From an optimization exercise on the open Yosys and OpenROAD flow, aimed at small area, a short achievable clock period and few clock cycles per item; shortcuts taken in it are not production practice. Function was checked by simulation only, so behaviour that the tests miss may differ from the original.

==> flow/design.v, too long to show whole: its modules and the start of the top module <==
// module pixcorr: 199 lines
// module pc_dsub: 154 lines
// module pc_gsub: 154 lines
// module pc_iy: 642 lines
// module pc_ig: 585 lines
// module pc_mul: 1047 lines
// module pc_add18: 150 lines
module pixcorr (
    input  wire        clk,
    input  wire        rst,
    input  wire        in_valid,
    input  wire        in_last,
    input  wire [15:0] in_data,
    input  wire        in_sat,
    input  wire        in_defpix,
    input  wire        in_uncorr,
    input  wire [15:0] dark_a,
    input  wire [15:0] gain_a,
    input  wire [15:0] dark_b,
    input  wire [15:0] gain_b,
    input  wire [7:0]  weight,
    output reg         out_valid,
    output reg         out_last,
    output reg  [15:0] out_data,
    output reg         out_sat,
    output reg         out_defpix,
    output reg         out_interp
);
  // ...
==> flow/flow/run.sh <==
#!/bin/bash
# The standard layout with these changes:
#  - after synthesis, flow/fixpol.py removes the inverters that Yosys's
#    full-adder extraction leaves around full adders (flipping adders and
#    swapping simple gates for their complements instead);
#  - the port buffers are buf_2 cells instead of the resizer's default, and
#    flow/swapbuf.tcl makes the input ones buf_1 after global placement;
#  - clock tree synthesis adds no dummy loads.
# Each tool's output goes to a log file of its own in this folder.
set -euo pipefail
R=$PWD/orfs/results/$FLOW_PLATFORM/pixcorr/base
LIB=$FLOW_HOME/platforms/$FLOW_PLATFORM/lib/sky130_fd_sc_hd__tt_025C_1v80.lib
EXTRA=(BUFFER_PORTS_ARGS="-buffer_cell sky130_fd_sc_hd__buf_2"
       CTS_ARGS="-sink_clustering_enable -repair_clock_nets -dont_use_dummy_load -sink_clustering_size 30 -sink_clustering_max_diameter 100")
bash standard.sh "${EXTRA[@]}" "$R/1_2_yosys.v" > synth.log 2>&1
cp "$R/1_2_yosys.v" yosys_netlist.v
python3 flow/fixpol.py "$LIB" yosys_netlist.v "$R/1_2_yosys.v" > fixpol.log 2>&1
bash standard.sh "${EXTRA[@]}" "$R/3_3_place_gp.odb" > place.log 2>&1
SWAP_ODB="$R/3_3_place_gp.odb" openroad -no_init -exit flow/swapbuf.tcl > swapbuf.log 2>&1
bash standard.sh "${EXTRA[@]}" > layout.log 2>&1
==> flow/flow/fixpol.py <==
#!/usr/bin/env python3
"""Polarity clean-up of a Yosys gate-level netlist for sky130hd.

Yosys's full-adder extraction leaves many inverters between full adders and
their neighbours. A full adder is self-dual, fa(~a,~b,~c) = ~fa(a,b,c), so
each one may be flipped (inputs and outputs complemented), and a simple gate
may be swapped for its complement (and2 <-> nand2, ...), and a half adder
may take both inputs complemented when rebuilt as xor2 (sum) + nor2 (carry),
of the same area. This script removes
every inverter that does not drive a port, chooses flips and swaps by local
search to minimise the area of the inverters it then has to put back plus the
area change of the swapped gates, and writes the netlist again. Registers and
every other cell are kept as they are.

usage: fixpol.py LIB IN.v OUT.v
"""

import re
import sys

P = "sky130_fd_sc_hd__"
OUT_PINS = {"X", "Y", "Q", "Q_N", "SUM", "COUT", "HI", "LO"}
PAIRS = [
    ("and2_1", "X", "nand2_1", "Y"), ("or2_1", "X", "nor2_1", "Y"),
    ("xor2_1", "X", "xnor2_1", "Y"), ("and3_1", "X", "nand3_1", "Y"),
    ("or3_1", "X", "nor3_1", "Y"), ("and4_1", "X", "nand4_1", "Y"),
    ("or4_1", "X", "nor4_1", "Y"), ("a21o_1", "X", "a21oi_1", "Y"),
    ("o21a_1", "X", "o21ai_0", "Y"), ("a22o_1", "X", "a22oi_1", "Y"),
    ("o22a_1", "X", "o22ai_1", "Y"), ("a211o_1", "X", "a211oi_1", "Y"),
    ("o211a_1", "X", "o211ai_1", "Y"), ("a31o_1", "X", "a31oi_1", "Y"),
    ("o31a_1", "X", "o31ai_1", "Y"), ("a32o_1", "X", "a32oi_1", "Y"),
    ("a2bb2o_1", "X", "a2bb2oi_1", "Y"), ("o2bb2a_1", "X", "o2bb2ai_1", "Y"),
    ("xnor3_1", "X", "xor3_1", "X"),
]
COMP = {}
for a, pa, b, pb in PAIRS:
    COMP[P + a] = (P + b, pa, pb)
    COMP[P + b] = (P + a, pb, pa)
INV = re.compile(r"^sky130_fd_sc_hd__(clk)?inv_\d+$")


def lib_areas(path):
    areas = {}
    cell = None
    for line in open(path):
        m = re.match(r"\s*cell\s*\(\s*\"?([\w]+)\"?\s*\)", line)
        if m:
            cell = m.group(1)
            continue
        m = re.match(r"\s*area\s*:\s*([0-9.]+)", line)
        if m and cell and cell not in areas:
            areas[cell] = float(m.group(1))
    return areas


def main():
    lib, src, dst = sys.argv[1:4]
    areas = lib_areas(lib)
    a_inv = areas[P + "inv_1"]
    text = open(src).read()
    mstart = text.index("module ")
    header_end = text.index(");", mstart) + 2
    header = text[mstart:header_end]
    body = text[header_end:text.rindex("endmodule")]

    outputs = set()
    for m in re.finditer(r"^\s*output\s+(\[[^\]]+\]\s*)?([^;]+);", body, re.M):
        rng, names = m.group(1), m.group(2)
        for nm in names.split(","):
            nm = nm.strip()
            if rng:
                hi, lo = [int(x) for x in rng.strip()[1:-1].split(":")]
                for i in range(min(hi, lo), max(hi, lo) + 1):
                    outputs.add("%s[%d]" % (nm, i))
            else:
                outputs.add(nm)

    decl_lines = []
    insts = []
    pos = 0
    inst_re = re.compile(r"^\s*(sky130_fd_sc_hd__\w+)\s+(\S+)\s*\((.*?)\);\s*$", re.M | re.S)
    first_inst = None
    for m in inst_re.finditer(body):
        if first_inst is None:
            first_inst = m.start()
        conns = {}
        for pm in re.finditer(r"\.(\w+)\(([^()]*)\)", m.group(3)):
            conns[pm.group(1)] = pm.group(2).strip()
        insts.append([m.group(1), m.group(2), conns])
    decls = body[:first_inst]
    rest = body[first_inst:]
    # anything but instances after the first instance would be lost
    leftover = inst_re.sub("", rest).strip()
    if leftover:
        raise SystemExit("unexpected netlist text: %r" % leftover[:200])

    driver = {}
    for k, (cell, name, conns) in enumerate(insts):
        for pin, net in conns.items():
            if pin in OUT_PINS:
                driver[net] = (k, pin)

    removable = set()
    for k, (cell, name, conns) in enumerate(insts):
        if INV.match(cell) and conns["Y"] not in outputs:
            removable.add(k)

    lit_cache = {}

    def lit(net):
        if net in lit_cache:
            return lit_cache[net]
        d = driver.get(net)
        if d is not None and d[0] in removable:
            r, p = lit(insts[d[0]][2]["A"])
            res = (r, p ^ 1)
        else:
            res = (net, 0)
        lit_cache[net] = res
        return res

    # variables: FA flips and gate swaps; root -> variable
    fa_ids = [k for k, (c, n, cc) in enumerate(insts) if c == P + "fa_1" and k not in removable]
    var_of_root = {}
    var_cost = {}
    var_roots = {}
    for k in fa_ids:
        conns = insts[k][2]
        rs = [conns["SUM"], conns["COUT"]]
        if any(r in outputs for r in rs):
            continue
        v = ("fa", k)
        for r in rs:
            var_of_root[r] = v
        var_cost[v] = 0.0
        var_roots[v] = rs
    # a half adder may take both inputs complemented if it is rebuilt as
    # xor2 (sum) + nor2 (carry), of the same area; its outputs stay as they are
    for k, (cell, name, conns) in enumerate(insts):
        if cell == P + "ha_1" and k not in removable:
            v = ("ha", k)
            var_cost[v] = 0.0
            var_roots[v] = []
    for k, (cell, name, conns) in enumerate(insts):
        if cell in COMP and k not in removable:
            comp, pin, _ = COMP[cell]
            r = conns.get(pin)
            if r is None or r in outputs or comp not in areas:
                continue
            v = ("g", k)
            var_of_root[r] = v
            var_cost[v] = areas[comp] - areas[cell]
            var_roots[v] = [r]

    # demands: root -> list of (pol, var or None)
    demands = {}
    fa_inputs = {}
    for k, (cell, name, conns) in enumerate(insts):
        if k in removable:
            continue
        iv = ("fa", k) if ("fa", k) in var_cost else ("ha", k) if ("ha", k) in var_cost else None
        for pin, net in conns.items():
            if pin in OUT_PINS:
                continue
            r, p = lit(net)
            demands.setdefault(r, []).append((p, iv))
    for net in outputs:
        r, p = lit(net)
        if (r, p) != (net, 0):
            raise SystemExit("output %s behind a removable inverter" % net)

    val = {v: 0 for v in var_cost}
    var_demand_roots = {}
    for r, ds in demands.items():
        for p, v in ds:
            if v is not None:
                var_demand_roots.setdefault(v, set()).add(r)

    def root_cost(r):
        ds = demands.get(r)
        if not ds:
            return 0.0
        v = var_of_root.get(r)
        pr = val[v] if v is not None else 0
        for p, dv in ds:
            q = p ^ (val[dv] if dv is not None else 0)
            if q != pr:
                return a_inv
        return 0.0

    def affected(v):
        s = set(var_roots.get(v, []))
        s |= var_demand_roots.get(v, set())
        return s

    def total():
        c = sum(root_cost(r) for r in demands)
        c += sum(var_cost[v] for v in val if val[v])
        return c

    start = total()
    order = sorted(val)

    def greedy():
        for it in range(30):
            improved = 0
            for v in order:
                rs = affected(v)
                before = sum(root_cost(r) for r in rs) + (var_cost[v] if val[v] else 0)
                val[v] ^= 1
                after = sum(root_cost(r) for r in rs) + (var_cost[v] if val[v] else 0)
                if after < before - 1e-9:
                    improved += 1
                else:
                    val[v] ^= 1
            if not improved:
                break

    greedy()
    # simulated annealing from the greedy result, keeping the best state
    import math
    import random
    rnd = random.Random(1)
    cur = total()
    best, best_val = cur, dict(val)
    aff = {v: list(affected(v)) for v in order}
    moves = 4000 * len(order) + 1
    for step in range(moves):
        temp = 4.0 * (0.002 / 4.0) ** (step / moves)
        v = order[rnd.randrange(len(order))]
        rs = aff[v]
        before = sum(root_cost(r) for r in rs) + (var_cost[v] if val[v] else 0)
        val[v] ^= 1
        after = sum(root_cost(r) for r in rs) + (var_cost[v] if val[v] else 0)
        d = after - before
        if d <= 0 or rnd.random() < math.exp(-d / temp):
            cur += d
            if cur < best - 1e-9:
                best, best_val = cur, dict(val)
        else:
            val[v] ^= 1
    val.update(best_val)
    greedy()
    end = total()

    # rewrite
    new_wires = []
    inv_of = {}
    out_insts = []
    ninv = [0]

    def phys(r, q):
        v = var_of_root.get(r)
        pr = val[v] if v is not None else 0
        if q == pr:
            return r
        if r not in inv_of:
            ninv[0] += 1
            w = "fxn_%d" % ninv[0]
            new_wires.append(w)
            inv_of[r] = w
            out_insts.append([P + "inv_1", "fxinv_%d" % ninv[0], {"A": r, "Y": w}])
        return inv_of[r]

    kept = []
    for k, (cell, name, conns) in enumerate(insts):
        if k in removable:
            continue
        flip = 0
        if ("fa", k) in val:
            flip = val[("fa", k)]
        if ("ha", k) in val:
            flip = val[("ha", k)]
        newconns = {}
        for pin, net in conns.items():
            if pin in OUT_PINS:
                newconns[pin] = net
                continue
            r, p = lit(net)
            newconns[pin] = phys(r, p ^ flip)
        if ("g", k) in val and val[("g", k)]:
            comp, pin, cpin = COMP[cell]
            newconns[cpin] = newconns.pop(pin)
            cell = comp
        if ("ha", k) in val and val[("ha", k)]:
            ia, ib = newconns["A"], newconns["B"]
            kept.append([P + "xor2_1", name + "_hx", {"A": ia, "B": ib, "X": newconns["SUM"]}])
            kept.append([P + "nor2_1", name + "_hn", {"A": ia, "B": ib, "Y": newconns["COUT"]}])
            continue
        kept.append([cell, name, newconns])

    lines = [text[:mstart], header, decls]
    for w in new_wires:
        lines.append("  wire %s;\n" % w)
    for cell, name, conns in kept + out_insts:
        cs = ",\n".join("    .%s(%s)" % (p, n if not n.startswith("\\") else n + " ") for p, n in conns.items())
        lines.append("  %s %s (\n%s\n  );\n" % (cell, name, cs))
    lines.append("endmodule\n")
    open(dst, "w").write("".join(lines))
    sys.stderr.write("fixpol: %d half adders split into xor2 + nor2\n" % sum(1 for v in val if v[0] == "ha" and val[v]))
    sys.stderr.write("fixpol: %d inverters removed, %d added; %d fa flipped, %d gates swapped; "
                     "area %.1f -> %.1f (inverters + swaps)\n" % (
                         len(removable), ninv[0],
                         sum(1 for v in val if v[0] == "fa" and val[v]),
                         sum(1 for v in val if v[0] == "g" and val[v]),
                         start + 0, end))


if __name__ == "__main__":
    main()
==> flow/flow/swapbuf.tcl <==
# Input port buffers: buf_1 instead of buf_2 (each drives one flip-flop).
read_db $::env(SWAP_ODB)
set block [ord::get_db_block]
set m [[ord::get_db] findMaster sky130_fd_sc_hd__buf_1]
set n 0
foreach inst [$block getInsts] {
  if {[[$inst getMaster] getName] ne "sky130_fd_sc_hd__buf_2"} { continue }
  set net [[$inst findITerm A] getNet]
  if {$net eq "NULL" || [$net getSigType] eq "CLOCK" || [$net getName] eq "clk"} { continue }
  set bterms [$net getBTerms]
  if {[llength $bterms] != 1 || [[lindex $bterms 0] getIoType] ne "INPUT"} { continue }
  $inst swapMaster $m
  incr n
}
puts "swapbuf: $n input buffers now buf_1"
write_db $::env(SWAP_ODB)
==> flow/standard.sh <==
#!/bin/bash
# synth_recipe.tcl (not shown) runs the flow's synth.tcl, then flattens the netlist and writes it again
# the make line also repeats each setting of config.mk as NAME=value (left out here)
make -C /OpenROAD-flow-scripts/flow DESIGN_CONFIG=/design/flow/config.mk WORK_HOME=/design/flow/orfs CLKGATE_MAP_FILE= SYNTH_SCRIPT=/design/flow/synth_recipe.tcl "${@:-finish}"
==> flow/config.mk <==
export PLATFORM = sky130hd
export DESIGN_NAME = pixcorr
export DESIGN_NICKNAME = pixcorr
export VERILOG_FILES = /design/flow/design.v
export SDC_FILE = /design/flow/constraint.sdc
export NUM_CORES = 4
export LEC_CHECK = 0
export CAP_MARGIN = 20
export CORE_MARGIN = 2
export CORE_UTILIZATION = 40
export SLEW_MARGIN = 20
==> flow/constraint.sdc <==
create_clock -name core_clock -period 34.0 [get_ports {clk}]
set_input_delay 6.8000 -clock core_clock [delete_from_list [all_inputs] [get_ports {clk}]]
set_output_delay 6.8000 -clock core_clock [all_outputs]
set_load 0.01 [all_outputs]
==> impl_metrics.yaml, run 1 <==
run_status:
  outcome: "complete, no violations"
grt:
  first_global_vias: 18960
  grt_busiest_layer: "met2"
  grt_usage: 0.1919
job:
  cap_viol_max_count: 0
place:
  gp_congestion: 0.8472
  numPortBuffers: 115
timing:
  clock_skew_ns: 0.05722
final_layout:
  bufAreaShareNonClock: 0.02390
  area_dominant_class: "multi-input gates"
  layout_common_cells: "nand2_1, fa_1, dfxtp_1, nor2_1, inv_1"
  clk_share: 0.01500
  final_nets: 3120
  clock_buffers: 15
  sh_seq_area: 0.1828
  drive_above_1_share: 0.03352
floorplanning:
  io_pins: 116
drt:
  ant_nets: 0
  drt_iter0_markers: 1233
  via_per_inst: 5.328
  drt_first_pass_iters: 9
critical_path:
  slowest_stage: "dfxtp_1"
  required_ns: 27.20
  cp_max_fo: 1
  critPathKind: "reg2out"
clock_tree:
  hold_buffers: 0
Testbench counts, summed over its fixed seeds: cycles 105,949, pixels 105,901.
==> run 2: changes to the inputs <==
--- a/flow/flow/run.sh
+++ b/flow/flow/run.sh
@@ -12,5 +12,5 @@
 LIB=$FLOW_HOME/platforms/$FLOW_PLATFORM/lib/sky130_fd_sc_hd__tt_025C_1v80.lib
 EXTRA=(BUFFER_PORTS_ARGS="-buffer_cell sky130_fd_sc_hd__buf_2"
-       CTS_ARGS="-sink_clustering_enable -repair_clock_nets -dont_use_dummy_load -sink_clustering_size 30 -sink_clustering_max_diameter 100")
+       CTS_ARGS="-sink_clustering_enable -repair_clock_nets -dont_use_dummy_load -sink_clustering_size 30 -sink_clustering_max_diameter 100 -branching_point_buffers_distance 400 -distance_between_buffers 400")
 bash standard.sh "${EXTRA[@]}" "$R/1_2_yosys.v" > synth.log 2>&1
 cp "$R/1_2_yosys.v" yosys_netlist.v
==> run 2 against run 1 <==
Highest routed layer unchanged. Cell area stayed put. Final cell count unchanged. Sequential share of layout area stayed put. Global-route usage unchanged. Synthesized cell count is the same. Worst hold slack stayed put. Fmax stayed put. Non-clock buffer count unchanged. Die area unchanged. Critical path type unchanged.
==> impl_metrics.yaml, run 2 <==
drt:
  drc_errors: 0
  drt_first_pass_iters: 9
  via_count: 17430
  drt_iter0_markers: 1233
  ant_nets: 0
  via_per_inst: 5.328
  wire_per_inst_um: 17.16
  routed_wirelength_um: 56140
timing:
  rsz0062_at_grt: "false"
  final_hold_viol_count: 0
  period_minus_slack_ns: 7.762
  finalCritPeriodShare: 0.2283
  fmax_mhz: 128.8
  setup_viol: 0
  maxSlewViolCount: 0
  tns_ns: 0
  clock_skew_ns: 0.05722
  finalHoldWorstSlack_ns: 0.2825
  tightest_slew_ns: 1.021
  slew_headroom: 0.3184
final_layout:
  top_register: "r1_y"
  final_common_cell: "nand2_1"
  largest_reg_flops: 18
  final_core_util: 0.4330
  layout_common_cells: "nand2_1, fa_1, dfxtp_1, nor2_1, inv_1"
  num_antenna_cells: 0
  final_area_sq_mm: 0.02503
  final_nets: 3120
  area_delta_synth_final_pct: 6.917
  drive_above_1_share: 0.03352
logic_synthesis:
  synth_area_sq_mm: 0.02341
  syn_inst: 2436
  yosys_warnings: 3
  avgSynthCellArea_sq_um: 9.609
  synth_nets: 3048
clock_tree:
  insertion_delay_ns: 0.52
  clkSlewWorstSetupHoldPaths_ns: 0.10
  tritoncts: "done"
  clock_sinks: 220
  ctsResizeCount: 0
  hold_buffers: 0
  clock_path_buffers: 3
  h-tree-depth: 1
  cts-root-buf: "clkbuf_16"
  numCtsBuffers: 15
  post-cts-setup-buffer-count: 0
critical_path:
  startpoint_type: "flop"
  required_ns: 27.20
  slowest_stage: "dfxtp_1"
  critPathKind: "reg2out"
  slowest_delay_ns: 0.32
  cp.arrival_ns: 0.96
  cp.buffers_inverters: 1
  end_kind: "primary output"
  cp_cell_sequence: "buf_2"
  cp_max_fo: 1
  critPathTopFamily: "flip-flops"
floorplanning:
  start_util: 0.4050
  die_height_um: 245.9
  die_x_um: 245.9
  die_area_sq_mm: 0.06047
  row_count: 88
  core-area_sq_mm: 0.05781
  io_pins: 116
grt:
  grt_usage: 0.1919
  grt-ovfl-total: 0
  grt_max_degree: 42
  antenna_found_initial: 0
  first_global_vias: 18960
  grt_pass1_wl_um: 94850
job:
  cap_viol_max_count: 0
place:
  place_area_sq_mm: 0.02465
  numPortBuffers: 115
  gp_congestion: 0.8472
  dp_hpwl_um: 43390
hold_path:
  min_path_type: "reg2reg"
run_status:
  outcome: "complete, no violations"
run 2: cell counts in the layout (fill, tap and decap cells not counted):
No cell type changed its count.
run 2: layer usage:
metal	routed length, um	GRT usage	up-vias
li1	-	-	8029
met1	24440	0.2534	8744
met2	27420	0.3349	573
met3	3154	0.02095	81
met4	1132	0.05009	0
met5	0	0	-
run 2: final cells by class:
cell class / count / area [sq um]
fill: 5619 / 32780
multi-input combinational: 1976 / 17920
sequential: 220 / 4576
tap: 765 / 957.2
inverter: 161 / 604.3
timing repair buffer: 134 / 598.1
clock buffer: 15 / 375.4
run 2: final timing paths:
kind,depth (start not counted),slack [ns],end,startpoint
setup / recovery,1,26.24,out_data[14],out_data[14]
hold / removal,0,0.28,b_val[8],a_val[8]
setup reg to reg,24,26.79,r1_g[12],r0_ga[2]
hold reg to reg,0,0.28,b_val[8],a_val[8]
run 2: metrics by stage:
step / setup slack [ns] / cells
after global routing: 26.18 / 3271
after detailed placement: 26.73 / 3255
final: 26.24 / 3271
after global placement: 26.70 / 3255
after floorplan: 26.81 / 2436
after CTS: 26.21 / 3270
==> run 3: changes to the inputs <==
--- a/flow/flow/run.sh
+++ b/flow/flow/run.sh
@@ -12,5 +12,5 @@
 LIB=$FLOW_HOME/platforms/$FLOW_PLATFORM/lib/sky130_fd_sc_hd__tt_025C_1v80.lib
 EXTRA=(BUFFER_PORTS_ARGS="-buffer_cell sky130_fd_sc_hd__buf_2"
-       CTS_ARGS="-sink_clustering_enable -repair_clock_nets -dont_use_dummy_load -sink_clustering_size 30 -sink_clustering_max_diameter 100 -branching_point_buffers_distance 400 -distance_between_buffers 400")
+       CTS_ARGS="-sink_clustering_enable -repair_clock_nets -dont_use_dummy_load -sink_clustering_size 34 -sink_clustering_max_diameter 110")
 bash standard.sh "${EXTRA[@]}" "$R/1_2_yosys.v" > synth.log 2>&1
 cp "$R/1_2_yosys.v" yosys_netlist.v
--- a/flow/flow/fixpol.py
+++ b/flow/flow/fixpol.py
@@ -5,11 +5,13 @@
 their neighbours. A full adder is self-dual, fa(~a,~b,~c) = ~fa(a,b,c), so
 each one may be flipped (inputs and outputs complemented), and a simple gate
-may be swapped for its complement (and2 <-> nand2, ...), and a half adder
+may be swapped for its complement (and2 <-> nand2, ...), a half adder
 may take both inputs complemented when rebuilt as xor2 (sum) + nor2 (carry),
-of the same area. This script removes
+of the same area, and an xor2 may take an input complemented by becoming an
+xnor2. This script removes
 every inverter that does not drive a port, chooses flips and swaps by local
 search to minimise the area of the inverters it then has to put back plus the
-area change of the swapped gates, and writes the netlist again. Registers and
-every other cell are kept as they are.
+area change of the swapped gates, then swaps any gate whose only load is one
+of the inverters it put back for the gate's complement, and writes the
+netlist again. Registers and every other cell are kept as they are.
 
 usage: fixpol.py LIB IN.v OUT.v
@@ -31,5 +33,8 @@
     ("o31a_1", "X", "o31ai_1", "Y"), ("a32o_1", "X", "a32oi_1", "Y"),
     ("a2bb2o_1", "X", "a2bb2oi_1", "Y"), ("o2bb2a_1", "X", "o2bb2ai_1", "Y"),
-    ("xnor3_1", "X", "xor3_1", "X"),
+    ("xnor3_1", "X", "xor3_1", "X"), ("or2b_1", "X", "nor2b_1", "Y"),
+    ("and2b_1", "X", "nand2b_1", "Y"), ("a21bo_1", "X", "a21boi_0", "Y"),
+    ("o21ba_1", "X", "o21bai_1", "Y"), ("or3b_1", "X", "nor3b_1", "Y"),
+    ("and3b_1", "X", "nand3b_1", "Y"),
 ]
 COMP = {}
@@ -142,4 +147,13 @@
             var_cost[v] = 0.0
             var_roots[v] = []
+    # each input of an xor2/xnor2 may be taken complemented if the gate
+    # turns into the other of the two (same area); the output stays the same
+    XORS = {P + "xor2_1": P + "xnor2_1", P + "xnor2_1": P + "xor2_1"}
+    for k, (cell, name, conns) in enumerate(insts):
+        if cell in XORS and k not in removable:
+            for pin in ("A", "B"):
+                v = ("x" + pin, k)
+                var_cost[v] = 0.0
+                var_roots[v] = []
     for k, (cell, name, conns) in enumerate(insts):
         if cell in COMP and k not in removable:
@@ -164,5 +178,6 @@
                 continue
             r, p = lit(net)
-            demands.setdefault(r, []).append((p, iv))
+            pv = ("x" + pin, k) if ("x" + pin, k) in var_cost else iv
+            demands.setdefault(r, []).append((p, pv))
     for net in outputs:
         r, p = lit(net)
@@ -278,6 +293,15 @@
                 continue
             r, p = lit(net)
-            newconns[pin] = phys(r, p ^ flip)
-        if ("g", k) in val and val[("g", k)]:
+            xf = val.get(("x" + pin, k), 0)
+            newconns[pin] = phys(r, p ^ flip ^ xf)
+        if cell in XORS:
+            # xor2 (output X) and xnor2 (output Y): complemented output and
+            # complemented inputs each turn one into the other
+            t = val.get(("xA", k), 0) ^ val.get(("xB", k), 0) ^ val.get(("g", k), 0)
+            outnet = newconns.pop("X" if cell == P + "xor2_1" else "Y")
+            if t:
+                cell = XORS[cell]
+            newconns["X" if cell == P + "xor2_1" else "Y"] = outnet
+        elif ("g", k) in val and val[("g", k)]:
             comp, pin, cpin = COMP[cell]
             newconns[cpin] = newconns.pop(pin)
@@ -290,4 +314,36 @@
         kept.append([cell, name, newconns])
 
+    # a gate whose only load is one of the added inverters becomes its
+    # complement and drives the inverter's loads itself
+    inv_by_in = {}
+    for i in out_insts:
+        inv_by_in[i[2]["A"]] = i
+    nload = {}
+    for cell, name, conns in kept + out_insts:
+        for pin, net in conns.items():
+            if pin not in OUT_PINS:
+                nload[net] = nload.get(net, 0) + 1
+    dropped = set()
+    nswap = 0
+    for inst in kept:
+        cell, name, conns = inst
+        if cell not in COMP:
+            continue
+        comp, pin, cpin = COMP[cell]
+        net = conns.get(pin)
+        iv = inv_by_in.get(net)
+        if iv is None or nload.get(net) != 1 or net in outputs:
+            continue
+        if comp not in areas or areas[comp] - areas[cell] >= a_inv:
+            continue
+        conns.pop(pin)
+        conns[cpin] = iv[2]["Y"]
+        inst[0] = comp
+        dropped.add(iv[1])
+        nswap += 1
+    out_insts = [i for i in out_insts if i[1] not in dropped]
+    ninv[0] = len(out_insts)
+    sys.stderr.write("fixpol: %d gates driving only an added inverter swapped for their complement\n" % nswap)
+
     lines = [text[:mstart], header, decls]
     for w in new_wires:
==> run 3 against run 2 <==
Still clean on timing, DRC and antenna. Critical path depth stayed put. First-iteration DRC count is 19% lower. Area after synthesis is 0.83% lower. Routed wire length is 0.67% higher. Clock skew is 0.042 ns higher. Non-clock buffer count stayed put. Critical endpoint is now out_last. Largest cell class unchanged.
==> impl_metrics.yaml, run 3 <==
drt:
  ant_nets: 0
  via_per_inst: 5.370
  via_count: 17230
  wire_per_inst_um: 17.62
  routed_wirelength_um: 56520
  drc_errors: 0
  drt_first_pass_iters: 6
  drt_iter0_markers: 1001
critical_path:
  cp_max_fo: 1
  startpoint_type: "flop"
  required_ns: 27.20
  cp.buffers_inverters: 1
  slowest_stage: "dfxtp_1"
  cp_cell_sequence: "buf_2"
  critPathKind: "reg2out"
  critPathTopFamily: "flip-flops"
  slowest_delay_ns: 0.33
  cp.arrival_ns: 1.00
  end_kind: "primary output"
final_layout:
  layout_common_cells: "nand2_1, fa_1, dfxtp_1, nor2_1, xor2_1"
  area_delta_synth_final_pct: 6.770
  top_register: "r1_y"
  final_nets: 3053
  final_common_cell: "nand2_1"
  largest_reg_flops: 18
  fillers: 5566
  num_antenna_cells: 0
  drive_above_1_share: 0.03357
floorplanning:
  row_count: 88
  start_util: 0.4031
  die_height_um: 244.9
  io_pins: 116
  die_area_sq_mm: 0.05998
  core-area_sq_mm: 0.05759
  die_x_um: 244.9
place:
  numPortBuffers: 115
  gp_congestion: 0.8630
  dp_slack_ns: 26.68
  dp_hpwl_um: 43830
clock_tree:
  hold_buffers: 0
  ctsResizeCount: 0
  numCtsBuffers: 13
  clock_sinks: 220
  h-tree-depth: 1
  clock_path_buffers: 3
  insertion_delay_ns: 0.55
  clkSlewWorstSetupHoldPaths_ns: 0.12
  cts-root-buf: "clkbuf_16"
  post-cts-setup-buffer-count: 0
  tritoncts: "done"
run_status:
  outcome: "complete, no violations"
timing:
  setup_viol: 0
  rsz0062_at_grt: "false"
  clock_skew_ns: 0.09904
  setup_slack_ns: 26.20
  finalHoldWorstSlack_ns: 0.2972
  slew_headroom: 0.3151
  fmax_mhz: 128.3
  tns_ns: 0
  tightest_slew_ns: 1.026
  period_minus_slack_ns: 7.795
  final_hold_viol_count: 0
  finalCritPeriodShare: 0.2293
  maxSlewViolCount: 0
grt:
  grt_pass1_wl_um: 95720
  grt_max_degree: 42
  first_global_vias: 19040
  grt-ovfl-total: 0
  antenna_found_initial: 0
  grt_usage: 0.1957
logic_synthesis:
  yosys_warnings: 3
  avgSynthCellArea_sq_um: 9.775
  syn_inst: 2375
  synth_nets: 2983
  synth_area_sq_mm: 0.02321
hold_path:
  min_path_type: "reg2reg"
job:
  cap_viol_max_count: 0
[run 3: cell count changes in the layout (fill, tap and decap cells not counted), sizes merged, moves of 4 or more]
cell | before | now
inv | 161 | 101
or2 | 7 | 29
nor2 | 196 | 178
nor2b | 40 | 22
or2b | 0 | 18
xor2 | 127 | 110
xnor2 | 41 | 57
ha | 64 | 60
[run 3: path summary, 6_finish.rpt]
| check | endpoint | start | cells after the start | slack [ns] |
|---|---|---|---|---|
| max | out_last | out_last | 1 | 26.20 |
| min | b_val[3] | a_val[3] | 0 | 0.30 |
| max reg2reg | out_data[4] | l1 | 22 | 26.48 |
| min reg2reg | b_val[3] | a_val[3] | 0 | 0.30 |
[run 3: layout make-up]
cell class | instances | area [sq um] | share of cell area
clock buffer | 13 | 325.3 | 0.01312
inverter | 101 | 379.1 | 0.01530
multi-input combinational | 1975 | 17950 | 0.7241
sequential | 220 | 4576 | 0.1846
tap | 765 | 957.2 | 0.03862
timing repair buffer | 134 | 600.6 | 0.02423
[run 3: metal layers]
layer | wire length (um) | GRT usage | up-vias
li1 | - | - | 7884
met1 | 24000 | 0.2534 | 8715
met2 | 28010 | 0.3446 | 541
met3 | 3089 | 0.02045 | 87
met4 | 1413 | 0.06026 | 0
met5 | 0 | 0 | -
[run 3: stage by stage]
| stage | utilization | cell area [sq um] | instances |
|---|---|---|---|
| 2_1_floorplan | - | 23210 | 2375 |
| 3_3_place_gp | 0.4268 | 24580 | 3195 |
| 3_5_place_dp | 0.4248 | 24460 | 3195 |
| 4_1_cts | 0.4304 | 24790 | 3208 |
| 5_1_grt | 0.4304 | 24790 | 3208 |
| 6_report | 0.4304 | 24790 | 3208 |
==> run 4: changes to the inputs <==
--- a/flow/flow/run.sh
+++ b/flow/flow/run.sh
@@ -12,5 +12,5 @@
 LIB=$FLOW_HOME/platforms/$FLOW_PLATFORM/lib/sky130_fd_sc_hd__tt_025C_1v80.lib
 EXTRA=(BUFFER_PORTS_ARGS="-buffer_cell sky130_fd_sc_hd__buf_2"
-       CTS_ARGS="-sink_clustering_enable -repair_clock_nets -dont_use_dummy_load -sink_clustering_size 34 -sink_clustering_max_diameter 110")
+       CTS_ARGS="-sink_clustering_enable -repair_clock_nets -dont_use_dummy_load -sink_clustering_size 30 -sink_clustering_max_diameter 100")
 bash standard.sh "${EXTRA[@]}" "$R/1_2_yosys.v" > synth.log 2>&1
 cp "$R/1_2_yosys.v" yosys_netlist.v
==> run 4 against run 3 <==
Final cell count is essentially flat. Cell area is 0.30% higher. Register-to-register slack is essentially flat. Die area unchanged. Area after synthesis is the same. Critical endpoint is now out_data[15]. Largest cell class unchanged. Highest routed layer unchanged.
==> impl_metrics.yaml, run 4 <==
floorplanning:
  row_count: 88
  die_area_sq_mm: 0.05998
  core-area_sq_mm: 0.05759
  start_util: 0.4031
  io_pins: 116
  die_height_um: 244.9
  die_x_um: 244.9
clock_tree:
  post-cts-setup-buffer-count: 0
  tritoncts: "done"
  clock_sinks: 220
  h-tree-depth: 1
  clock_path_buffers: 3
  hold_buffers: 0
  clkSlewWorstSetupHoldPaths_ns: 0.08
  cts-root-buf: "clkbuf_16"
  insertion_delay_ns: 0.52
  numCtsBuffers: 16
  ctsResizeCount: 0
timing:
  rsz0062_at_grt: "false"
  finalHoldWorstSlack_ns: 0.3145
  period_minus_slack_ns: 7.727
  tns_ns: 0
  finalCritPeriodShare: 0.2273
  clock_skew_ns: 0.07320
  slew_headroom: 0.2721
  setup_viol: 0
  fmax_mhz: 129.4
  tightest_slew_ns: 1.090
  final_hold_viol_count: 0
  maxSlewViolCount: 0
critical_path:
  cp_max_fo: 1
  required_ns: 27.20
  cp.arrival_ns: 0.93
  startpoint: "out_data[15]"
  cp.buffers_inverters: 1
  slowest_delay_ns: 0.31
  end_kind: "primary output"
  critPathKind: "reg2out"
  cp_cell_sequence: "buf_2"
  rr_startpoint: "l1"
  startpoint_type: "flop"
  critPathTopFamily: "flip-flops"
  slowest_stage: "dfxtp_1"
final_layout:
  area_delta_synth_final_pct: 7.093
  layout_common_cells: "nand2_1, fa_1, dfxtp_1, nor2_1, xor2_1"
  final_area_sq_mm: 0.02486
  largest_reg_flops: 18
  num_antenna_cells: 0
  final_nets: 3056
  final_common_cell: "nand2_1"
  drive_above_1_share: 0.03475
  top_register: "r1_y"
place:
  place_area_sq_mm: 0.02446
  numPortBuffers: 115
  dp_hpwl_um: 43830
  gp_congestion: 0.8630
drt:
  wire_per_inst_um: 17.57
  via_per_inst: 5.361
  drt_first_pass_iters: 5
  routed_wirelength_um: 56420
  drc_errors: 0
  ant_nets: 0
  via_count: 17210
  drt_iter0_markers: 1018
logic_synthesis:
  avgSynthCellArea_sq_um: 9.775
  synth_nets: 2983
  syn_inst: 2375
  synth_area_sq_mm: 0.02321
  yosys_warnings: 3
grt:
  grt_usage: 0.1954
  grt_max_degree: 42
  first_global_vias: 18980
  grt-ovfl-total: 0
  grt_pass1_wl_um: 95550
  antenna_found_initial: 0
run_status:
  outcome: "complete, no violations"
hold_path:
  min_path_type: "reg2reg"
  hold_start: "a_val[7]"
job:
  cap_viol_max_count: 0
run 4: cell count changes in the layout (fill, tap and decap cells not counted):
cell,delta
clkbuf_16,+3
run 4: final cells by class:
| type | count | area, sq um |
|---|---|---|
| Clock buffer | 16 | 400.4 |
| Fill cell | 5550 | 32720 |
| Tap cell | 765 | 957.2 |
| Sequential cell | 220 | 4576 |
| Inverter | 101 | 379.1 |
| Timing Repair Buffer | 134 | 600.6 |
| Multi-Input combinational cell | 1975 | 17950 |
run 4: metal layers:
layer | global-route usage | vias up | part of all wire
li1 | - | 7891 | -
met1 | 0.2526 | 8663 | 0.42
met2 | 0.3439 | 551 | 0.49
met3 | 0.02176 | 109 | 0.055
met4 | 0.05936 | 0 | 0.029
met5 | 0 | - | 0
run 4: worst paths after layout:
path | cells past startpoint | to | slack (ns)
hold reg to reg | 0 | b_val[7] | 0.31
setup reg to reg | 22 | out_data[4] | 26.49
hold / removal | 0 | b_val[7] | 0.31
setup / recovery | 1 | out_data[15] | 26.27
run 4: metrics by stage:
stage               cells    util  worst slack [ns]
floorplan            2375       -             26.81
global placement     3195  0.4268             26.70
detailed placement   3195  0.4248             26.68
finish               3211  0.4317             26.27
CTS                  3211  0.4317             26.24
global route         3211  0.4317             25.84

## port drivers added, routing unchanged
The flow's constraints put no driver on any port. The routed layouts listed below were extracted and timed again, unchanged, in two steps.
Step 1: set_driving_cell puts a clkbuf_16 on clk and a buf_2 on each other input, an assumption about the parent block.
Step 2 times the ports against the registers' clock, not the clock port: input delays grow and output delays shrink by t, the midpoint of the rising clock arrivals with the driver on.
Three values: ideal, step 1, step 2; two values: the first two.
| run | shift t [ns] | setup WS [ns] | worst setup path at the end | latest minus earliest clock arrival (ns) |
|---|---|---|---|---|
| run 1 | 0.548 | 26.238 / 26.183 / 26.732 | register to output | 0.058 / 0.059 |
| run 2 | 0.548 | 26.238 / 26.183 / 26.732 | register to output | 0.058 / 0.059 |
| run 3 | 0.555 | 26.205 / 26.144 / 26.479 | register to register | 0.106 / 0.106 |
| run 4 | 0.548 | 26.273 / 26.215 / 26.488 | register to register | 0.082 / 0.082 |
After both steps every run listed still meets setup and hold.
